Background: an optimization exercise with open tools, aiming at small area. Do not read the settings as production practice. The RTL was checked by simulation tests, not by an equivalence proof against the original design. Power figures rest on the tool's default switching activity, not on a simulated workload.

`run.sh`:
```
#!/bin/bash
# synth_recipe.tcl (not shown) runs the flow's synth.tcl, then flattens the netlist and writes it again
# the make line also repeats each setting of config.mk as NAME=value (left out here)
make -C /OpenROAD-flow-scripts/flow DESIGN_CONFIG=/design/flow/config.mk WORK_HOME=/design/flow/orfs CLKGATE_MAP_FILE= SYNTH_SCRIPT=/design/flow/synth_recipe.tcl finish
```
`config.mk`:
```
export PLATFORM = sky130hd
export DESIGN_NAME = gauge_soc
export DESIGN_NICKNAME = gauge_soc
export VERILOG_FILES = /design/flow/design.v
export SDC_FILE = /design/flow/constraint.sdc
export NUM_CORES = 4
export LEC_CHECK = 0
export CAP_MARGIN = 20
export CORE_MARGIN = 2
export CORE_UTILIZATION = 40
export PLACE_DENSITY = 0.6
export SLEW_MARGIN = 20
```
`constraint.sdc`:
```
create_clock -name core_clock -period 12.5 [get_ports {clk}]
set_input_delay 2.5000 -clock core_clock [delete_from_list [all_inputs] [get_ports {clk}]]
set_output_delay 2.5000 -clock core_clock [all_outputs]
set_load 0.01 [all_outputs]
```
`design.v`:
```
module gauge_soc (
    input  wire        clk,
    input  wire        rst,             
    input  wire        conv_end,        
    input  wire [31:0] i_last,          
    input  wire        conv_ovr,        
    input  wire        anchor_we,       
    input  wire [15:0] soc_a_in,
    input  wire [47:0] acc_a_in,
    input  wire [31:0] soc_k_in,
    input  wire        invalidate,      
    input  wire        ovr_w1c,         
    input  wire [7:0]  warn_soc,        
    input  wire [7:0]  low_soc,
    input  wire [7:0]  crit_soc,
    input  wire [7:0]  eoc_soc,
    output reg  [47:0] acc,
    output reg  [31:0] i_last_q,
    output reg  [31:0] conv_cnt,
    output wire [15:0] soc,             
    output reg         state_valid,
    output reg         ovr,
    output wire [1:0]  dstate,          
    output reg         eoc,
    output reg         soc_upd,         
    output reg         ev_warn,
    output reg         ev_low,
    output reg         ev_crit,
    output reg         ev_eoc
);
    localparam signed [47:0] ACC_MAX = 48'sh7FFF_FFFF_FFFF;
    localparam signed [47:0] ACC_MIN = -48'sh8000_0000_0000;
    wire signed [48:0] acc_sum = {acc[47], acc} + {{17{i_last[31]}}, i_last};
    wire               sat_hi  = acc_sum > {ACC_MAX[47], ACC_MAX};
    wire               sat_lo  = acc_sum < {ACC_MIN[47], ACC_MIN};
    wire [47:0]        acc_nx  = sat_hi ? ACC_MAX : (sat_lo ? ACC_MIN : acc_sum[47:0]);
    wire               at_lim  = (acc_nx == ACC_MAX) || (acc_nx == ACC_MIN);
    reg  [15:0] soc_a;
    reg  [47:0] acc_a;
    reg  [31:0] soc_k;
    reg  [15:0] soc_r;
    assign soc = state_valid ? soc_r : 16'hFFFF;
    reg         busy;
    reg  [5:0]  cnt;
    reg  [48:0] dvd;          
    reg  [32:0] rem;
    reg  [48:0] quo;
    reg  [31:0] den;
    reg         neg;
    reg  [15:0] base;         
    wire signed [48:0] diff    = {acc_nx[47], acc_nx} - {acc_a[47], acc_a};
    wire        [48:0] diff_mag = diff[48] ? (~diff + 49'd1) : diff;
    wire [33:0] trial    = {rem[32:0], dvd[48]} - {2'b00, den};
    wire        trial_ok = !trial[33];
    wire [32:0] rem_nx   = trial_ok ? trial[32:0] : {rem[31:0], dvd[48]};
    wire [48:0] quo_nx   = {quo[47:0], trial_ok};
    wire        div_last = busy && cnt == 6'd48;
    wire signed [50:0] q_signed = neg ? -$signed({2'b00, quo_nx}) : $signed({2'b00, quo_nx});
    wire signed [50:0] soc_full = q_signed + $signed({35'd0, base});
    wire        [15:0] soc_clamped = (soc_full < 0) ? 16'd0 :
                                     (soc_full > 51'sd10000) ? 16'd10000 : soc_full[15:0];
    reg  h_warn, h_low, h_crit;
    wire [15:0] warn_in  = 16'd100 * {8'd0, warn_soc};
    wire [15:0] low_in   = 16'd100 * {8'd0, low_soc};
    wire [15:0] crit_in  = 16'd100 * {8'd0, crit_soc};
    wire [15:0] eoc_in   = 16'd100 * {8'd0, eoc_soc};
    wire [16:0] warn_out = {1'b0, warn_in} + 17'd200;
    wire [16:0] low_out  = {1'b0, low_in} + 17'd200;
    wire [16:0] crit_out = {1'b0, crit_in} + 17'd200;
    wire signed [17:0] eoc_out = $signed({2'b00, eoc_in}) - 18'sd500;
    wire enter_warn = state_valid && soc_clamped <= warn_in;
    wire enter_low  = state_valid && soc_clamped <= low_in;
    wire enter_crit = state_valid && soc_clamped <= crit_in;
    wire leave_warn = !state_valid || {1'b0, soc_clamped} >= warn_out;
    wire leave_low  = !state_valid || {1'b0, soc_clamped} >= low_out;
    wire leave_crit = !state_valid || {1'b0, soc_clamped} >= crit_out;
    wire set_eoc    = state_valid && soc_clamped >= eoc_in;
    wire clr_eoc    = state_valid && $signed({2'b00, soc_clamped}) < eoc_out;
    assign dstate = h_crit ? 2'd3 : h_low ? 2'd2 : h_warn ? 2'd1 : 2'd0;
    always @(posedge clk) begin
        if (rst) begin
            acc         <= 48'd0;
            i_last_q    <= 32'd0;
            conv_cnt    <= 32'd0;
            ovr         <= 1'b0;
            state_valid <= 1'b0;
            soc_a       <= 16'd0;
            acc_a       <= 48'd0;
            soc_k       <= 32'd0;
            soc_r       <= 16'd0;
            busy        <= 1'b0;
            cnt         <= 6'd0;
            dvd         <= 49'd0;
            rem         <= 33'd0;
            quo         <= 49'd0;
            den         <= 32'd0;
            neg         <= 1'b0;
            base        <= 16'd0;
            h_warn      <= 1'b0;
            h_low       <= 1'b0;
            h_crit      <= 1'b0;
            eoc         <= 1'b0;
            soc_upd     <= 1'b0;
            ev_warn     <= 1'b0;
            ev_low      <= 1'b0;
            ev_crit     <= 1'b0;
            ev_eoc      <= 1'b0;
        end else begin
            soc_upd <= 1'b0;
            ev_warn <= 1'b0;
            ev_low  <= 1'b0;
            ev_crit <= 1'b0;
            ev_eoc  <= 1'b0;
            ovr <= (ovr && !ovr_w1c) || (conv_end && (conv_ovr || at_lim));
            if (anchor_we) begin
                soc_a       <= soc_a_in;
                acc_a       <= acc_a_in;
                soc_k       <= soc_k_in;
                state_valid <= 1'b1;
            end else if (invalidate) begin
                state_valid <= 1'b0;
            end
            if (conv_end) begin
                acc      <= acc_nx;
                i_last_q <= i_last;
                conv_cnt <= conv_cnt + 32'd1;
                busy <= 1'b1;
                cnt  <= 6'd0;
                dvd  <= diff_mag;
                rem  <= 33'd0;
                quo  <= 49'd0;
                den  <= soc_k;
                neg  <= diff[48];
                base <= soc_a;
            end else if (busy) begin
                cnt <= cnt + 6'd1;
                dvd <= {dvd[47:0], 1'b0};
                rem <= rem_nx;
                quo <= quo_nx;
                if (div_last) begin
                    busy    <= 1'b0;
                    soc_r   <= soc_clamped;
                    soc_upd <= 1'b1;
                    if (enter_warn) begin
                        h_warn <= 1'b1;
                        if (!h_warn) ev_warn <= 1'b1;
                    end else if (leave_warn) h_warn <= 1'b0;
                    if (enter_low) begin
                        h_low <= 1'b1;
                        if (!h_low) ev_low <= 1'b1;
                    end else if (leave_low) h_low <= 1'b0;
                    if (enter_crit) begin
                        h_crit <= 1'b1;
                        if (!h_crit) ev_crit <= 1'b1;
                    end else if (leave_crit) h_crit <= 1'b0;
                    if (set_eoc) begin
                        eoc <= 1'b1;
                        if (!eoc) ev_eoc <= 1'b1;
                    end else if (clr_eoc) eoc <= 1'b0;
                end
            end
        end
    end
endmodule
```
==> flow_summary.toml <==
[route]
antenna_left = 0
wire_per_inst_um = 16.6
dr.first_iter.drc_count = 1398
via_per_inst = 5.32
drc = 0
drt_pass1_iterations = 5
vias = 26900
wl_mm = 84.0

[global_routing]
antenna_found_initial = 6
grt-ovfl-total = 0
grt_max_degree = 172
grt_pass1_vias = 25600
gr-usage-all-layers_pct = 20.2
grt_pass1_wl_mm = 135

[clocking]
cts_resized = 0
clockBufferDepth = 3
numCtsBuffers = 52
postCtsHoldBufs = 0
clk_latency_ns = 0.65
cts_tree = "yes"
root_buffer = "clkbuf_16"
cts.clk_slew.worst_paths_ns = 0.07
cts_sinks = 421
h-tree-depth = 2
postCtsSetupBuffers = 0

[synth]
syn_inst = 3763
yosysWarnings = 1
ys_seq_area_share_pct = 26.8
async_reset_ff_share_pct = 0
syn_area_um2 = 31500
synth.avg_cell_area_um2 = 8.36
ys_types = 99
synth-seq-cells = 421
synth_edf_count = 0
synth-main-ff-cell = "dfxtp_1"

[layout]
fillers = 7682
layout_commonest_cell = "nor2_1"
nets = 4514
seqCellArea_um2 = 8430
multiInputGateArea_um2 = 21500
drive_above_1_share_pct = 5.77
syn_to_final_growth_pct = 18.4
design_area_um2 = 37200
final_cell_mix = "nor2_1, dfxtp_1, ha_1"

[placed_design]
io_buffers = 303
dp_hpwl_mm = 63.1
detailed_place.area_um2 = 35400
finalWeightedCongestion = 0.901

[worst_setup_path]
worstSetupEndpointType = "register"
cp_slowest_stage_delay_ns = 0.53
cp.arrival_ns = 12.15
cp.required_ns = 12.98
slowest_stage = "or3b_2"
regToRegSetupSlack_ns = 1.58
cp-start-kind = "input port"
criticalPathCategory = "input port to register"
crit_fanout = 6

[timing]
worst_pin_slew_ns = 0.940
rsz0062_at_grt = "no"
max_freq_mhz = 85.7
hold_viol = 0
setup-tns-final_ns = 0
min_period_over_period_pct = 93.4
timing.final.crit_period_ns = 11.67
clock_skew_ns = 0.0598
slew_violations = 0
finalSetupViolCount = 0
slew-limit-headroom_pct = 37.4

[outcome]
status = "finished clean"

[floorplan]
die_h_um = 284
pin_count = 305
rows = 102
die_area_um2 = 80900
die_w_um = 284
initial_utilization_pct = 40.5
core_um2 = 77600

[power]
switchingPower_mw = 2.09
p_clk_share_pct = 28.9
peakVddDrop_v = 0.000104
power.density_nw_per_um2 = 148
power_frac_comb_pct = 43.9
p_int_mw = 3.43
power.leakage_nw = 16.2
power_frac_seq_pct = 27.3
switching_share_pct = 37.9

[min_path]
worstHoldPathType = "register to register"

[job]
cap_violations = 0
==> layer usage <==
layer | GRT usage [%] | share of wire, % | vias up
li1 | - | - | 13800
met1 | 26.7 | 47 | 12500
met2 | 33.5 | 46 | 481
met3 | 3.44 | 4.7 | 131
met4 | 6.51 | 2.9 | 10
met5 | 0 | 0.090 | -
==> state kept, by name, summed over array words and instances (netlist names), 6 cells and up <==
| signal | flops |
|---|---|
| i_last_q | 32 |
| base | 16 |
| quo | 48 |
| rem | 33 |
| soc_a | 16 |
| soc_r | 16 |
| den | 32 |
| conv_cnt | 32 |
| dvd | 49 |
| cnt | 6 |
| acc_a | 48 |
| acc | 48 |
| soc_k | 32 |
==> logic make-up after synthesis <==
group / after synthesis / synth area share, %
other cells: 1 / 0.0119
compound gates: 867 / 18.8
xor+xnor: 256 / 7.13
flops: 421 / 26.8
simple gates: 1127 / 17.5
fa+ha+maj: 373 / 15.2
mux: 289 / 9.40
buf+inv: 429 / 5.20
==> worst max-delay path: cells and delay by family <==
kind	cells	cell delay, ns
multiplexers	1	0.33
adder cells (fa/ha/maj)	4	1.26
buffers and inverters	2	0.55
AO/OA/AOI/OAI	26	4.85
AND/OR/NAND/NOR	7	2.32
XOR/XNOR	2	0.29
==> final cells by class <==
cell class | count | area share [%]
Multi-Input combinational cell | 2923 | 57.7
Sequential cell | 421 | 22.6
Timing Repair Buffer | 330 | 8.75
Clock buffer | 72 | 3.91
Tap cell | 1040 | 3.49
Inverter | 252 | 2.54
Clock inverter | 24 | 1.00
Antenna cell | 1 | 0.00672
==> per-stage QoR <==
stage / power, mW / utilization, % / std cells / setup WS, ns / hold WS [ns]
2_1_floorplan: 3.35 / - / 3773 / 1.77 / 0.407
5_1_grt: 5.94 / 48.0 / 5063 / 0.200 / 0.458
6_report: 5.53 / 48.0 / 5063 / 0.830 / 0.448
3_5_place_dp: 3.95 / 45.6 / 4966 / 0.320 / 0.439
3_3_place_gp: 3.93 / 45.6 / 4966 / 0.427 / 0.435
4_1_cts: 5.58 / 48.0 / 5062 / 0.943 / 0.448
==> power groups by stage <==
stage          combinational (mW)  clock (mW)  sequential, mW
6_report                     2.43        1.60            1.51
5_1_grt                      2.73        1.69            1.52
4_1_cts                      2.43        1.64            1.51
3_5_place_dp                 2.41           0            1.54
3_3_place_gp                 2.39           0            1.53
2_1_floorplan                1.82           0            1.52
==> cells in the mapped netlist (all sizes together), types with 19 or more instances <==
| cell | number | share of area, % |
|---|---|---|
| nand2 | 197 | 2.4 |
| o21bai | 26 | 0.62 |
| inv | 251 | 3.0 |
| or3 | 35 | 0.71 |
| dfxtp | 421 | 27 |
| mux2 | 51 | 1.8 |
| and3 | 40 | 0.81 |
| ha | 351 | 14 |
| xnor2 | 148 | 4.1 |
| a21o | 138 | 3.3 |
| nand4 | 38 | 0.76 |
| clkbuf | 128 | 1.5 |
| o31ai | 26 | 0.64 |
| nand2b | 54 | 1.1 |
| o211ai | 19 | 0.52 |
| o21a | 22 | 0.53 |
| nand3 | 69 | 1.1 |
| o21ai | 126 | 2.0 |
| mux2i | 238 | 7.6 |
| a21oi | 217 | 3.5 |
| a31oi | 25 | 0.50 |
| or2 | 25 | 0.50 |
| xor2 | 108 | 3.0 |
| nor4 | 19 | 0.43 |
| nor3 | 58 | 0.96 |
| nor2b | 82 | 1.6 |
| a211oi | 108 | 2.6 |
| nor2 | 432 | 5.2 |
| buf | 49 | 0.67 |
| a311oi | 21 | 0.58 |
==> path summary, 6_finish.rpt <==
check | from | endpoint | cells after the start
max | i_last[0] | dvd[44] | 42
min | soc_r[11] | soc_r[11] | 2
max reg2reg | den[12] | ev_low | 43
min reg2reg | soc_r[11] | soc_r[11] | 2

separate check: timing with driven ports:
The results above use ideal ports. As a check the final layout listed here was re-extracted and re-timed, cells and wires unchanged. Step 1, drivers: a clkbuf_16 drives clk and a buf_2 each remaining input, both assumed. Step 2 times the ports against the registers' clock, not the clock port: input delays grow and output delays shrink by t, the midpoint of the rising clock arrivals with the driver on. Three values: no drivers, after step 1, after step 2; two values: the first two.
shift t [ns]: 0.685
slack for setup (ns): 0.830 / 0.873 / 0.188
hold WS [ns]: 0.448 / 0.448 / 0.448
cell pins on the clock port's net: 1
After both steps this run still meets setup and hold. For this run, drivers alone change the setup slack by +0.043 ns; drivers and shift together by -0.642 ns.
